Background: an optimization exercise with open tools, aiming at small area. Do not read the settings as production practice.
Function was checked by simulation only, so behaviour that the tests miss may differ from the original.
Power and IR drop assume default switching activity.

== the baseline ==
## sd_channel
module sd_channel (
    input  wire        clk,
    input  wire        rst,             
    input  wire        en,              
    input  wire [2:0]  cfg_order,       
    input  wire [8:0]  cfg_decim,       
    input  wire [6:0]  cfg_len,         
    input  wire        cfg_fen,         
    input  wire [5:0]  cfg_fr,          
    input  wire [3:0]  cfg_fcnt,        
    input  wire [15:0] cfg_fast_hi,     
    input  wire [15:0] cfg_fast_lo,     
    input  wire        sd_valid,        
    input  wire        sd_bit,
    input  wire        clr_stuck,       
    input  wire        clr_fast_trip,   
    output reg         res_valid,
    output wire [31:0] res_value,       
    output wire [7:0]  res_qual,        
    output wire [15:0] res_count,       
    output reg         fast_valid,
    output wire [15:0] fast_value,      
    output reg         stat_stuck,
    output reg         stat_fast_trip
);
    wire clr  = rst | ~en;
    wire fclr = clr | ~cfg_fen;
    wire take = en & sd_valid & ~rst;
    reg  [2:0] ph;
    wire [2:0] ph_n;
    sd_inc #(.W(3)) u_ph (.a(ph), .ci(1'b1), .s(ph_n), .co());
    always @(posedge clk) ph <= ph_n;
    wire ph0 = (ph == 3'd0);
    wire ph1 = (ph == 3'd1);
    wire ph7 = (ph == 3'd7);
    reg        xnew;           
    reg        fst;            
    reg [6:0]  run;            
    reg [10:0] sc;             
    wire        same     = ~fst & (sd_bit == xnew);
    wire        run_sat  = &run;
    wire [6:0]  run_inc;
    sd_inc #(.W(7)) u_run (.a(run), .ci(~run_sat), .s(run_inc), .co());
    wire [6:0]  run_n    = same ? run_inc : 7'd0;
    wire        stuck_n  = &run_n;
    wire        stuck_end = ~fst & ~same & run_sat;
    wire        sc_sat   = &sc;
    wire [10:0] sc_inc;
    sd_inc #(.W(11)) u_sc (.a(sc), .ci(~sc_sat), .s(sc_inc), .co());
    wire [10:0] sc_n     = (fst | stuck_end) ? 11'd1 : sc_inc;
    wire [10:0] kr_a = cfg_order[2] ? {cfg_decim, 2'b00} :
  ...
Size: about 2700 cells after synthesis, about 150 I/O pins, about 32000 µm² of cells after synthesis.
clock: 12.0 ns
lec_check: 0
cap_margin: 20
core_margin: 2
core_utilization: 40
slew_margin: 20
run.sh (not shown) runs the stock make flow with config.mk's settings and CLKGATE_MAP_FILE= SYNTH_SCRIPT=/design/flow/synth_recipe.tcl, a recipe that flattens the netlist after the stock synthesis.
The baseline finished all stages; the layout is clean.
[inputs] the candidate vs the baseline
# the baseline
export LEC_CHECK = 0
export CAP_MARGIN = 20
export CORE_MARGIN = 2
export CORE_UTILIZATION = 40
export SLEW_MARGIN = 20
create_clock -name core_clock -period 12.0 [get_ports {clk}]
# the candidate
export LEC_CHECK = 0
export CAP_MARGIN = 20
export CORE_MARGIN = 2
export CORE_UTILIZATION = 40
export CTS_CLUSTER_DIAMETER = 60
export CTS_CLUSTER_SIZE = 40
export SLEW_MARGIN = 20
create_clock -name core_clock -period 12.0 [get_ports {clk}]
- Against the baseline as the reference, the candidate delivers a lower detailed-routed wire length on met3.
- Going from the baseline to the candidate, final worst-path cycle share shrinks by 0.31 points.
- Between the candidate and the baseline, it is the candidate whose post-layout instance count excluding filler cells is lower, by 60.
- The higher internal cell power came out of the baseline.
- Power share of the combinational group sits higher in the candidate than in the baseline.

* * *

sd_channel again, from the RTL that the note above started with.
clock: 12.0 ns
lec_check: 0
cap_margin: 20
core_margin: 2
core_utilization: 40
cts_cluster_diameter: 50
cts_cluster_size: 35
slew_margin: 20
Change:
ABC_AREA = 1   (was not set)
CORE_UTILIZATION = 60   (was 40)
CTS_CLUSTER_DIAMETER = 90   (was 50)
CTS_CLUSTER_SIZE = 30   (was 35)
Result:
- fmax is lower by about 2.3%
- worst setup slack got worse by 0.26 ns
- critical path depth is higher by 6

* * *

sd_channel again, from the RTL that the note above started with.
export LEC_CHECK = 0
export ABC_AREA = 1
export CAP_MARGIN = 20
export CORE_MARGIN = 2
export CORE_UTILIZATION = 40
export CTS_CLUSTER_DIAMETER = 90
export CTS_CLUSTER_SIZE = 30
export SLEW_MARGIN = 20
create_clock -name core_clock -period 12.0 [get_ports {clk}]
The starting point passed the timing, design-rule and antenna checks.
Change:
--- a/flow/config.mk
+++ b/flow/config.mk
@@ -6,5 +6,4 @@
 export NUM_CORES = 4
 export LEC_CHECK = 0
-export ABC_AREA = 1
 export CAP_MARGIN = 20
 export CORE_MARGIN = 2
After rerunning: The changed run passed the timing, design-rule and antenna checks. Global-route usage rises by 1.0 points. Area after synthesis rose slightly. Design area is about the same. Setup slack is better by 26 ps. Worst hold slack is better by 22 ps. Clock skew shrinks by 14 ps. Wire length climbs by a little under a tenth. Fmax hardly moves. Die area went up slightly. Non-clock buffer count went down by 6. Final cell count is lower by a few percent.

## afterwards: timing with drivers on the ports
How much do the figures lean on ideal ports? The routed layouts below were timed once more, with nothing changed but the port constraints.
Step 1 sets driving cells, clkbuf_16 on the clock port and buf_2 on the other inputs (assumed; they add their load-dependent delay and slew).
Step 2 also shifts input and output timing later by t, the mid clock arrival at the registers, as if the neighbouring blocks saw the same clock.
a / b / c = ideal ports / drivers / drivers and shift; a / b = the first two.
run | shift t [ns] | setup slack, ns | worst register clock-pin slew, ns | cell pins on the clock port's net
the baseline | 0.675 | 0.987 / 0.965 / 0.290 | 0.07 / 0.07 | 1
the candidate | 0.682 | 1.025 / 1.005 / 0.323 | 0.12 / 0.12 | 1
the first run of note 2 | 0.674 | 0.991 / 0.969 / 0.295 | 0.10 / 0.10 | 1
the second run of note 2 | 0.643 | 0.731 / 0.767 / 0.124 | 0.11 / 0.11 | 1
the first run of note 3 | 0.657 | 0.933 / 0.970 / 0.313 | 0.12 / 0.12 | 1
the second run of note 3 | 0.653 | 0.959 / 0.936 / 0.284 | 0.11 / 0.11 | 1
After both steps setup and hold are still met in every run listed. The setup slack of the candidate, which loses most, moves by -0.020 ns with the drivers and by -0.702 ns with both steps.
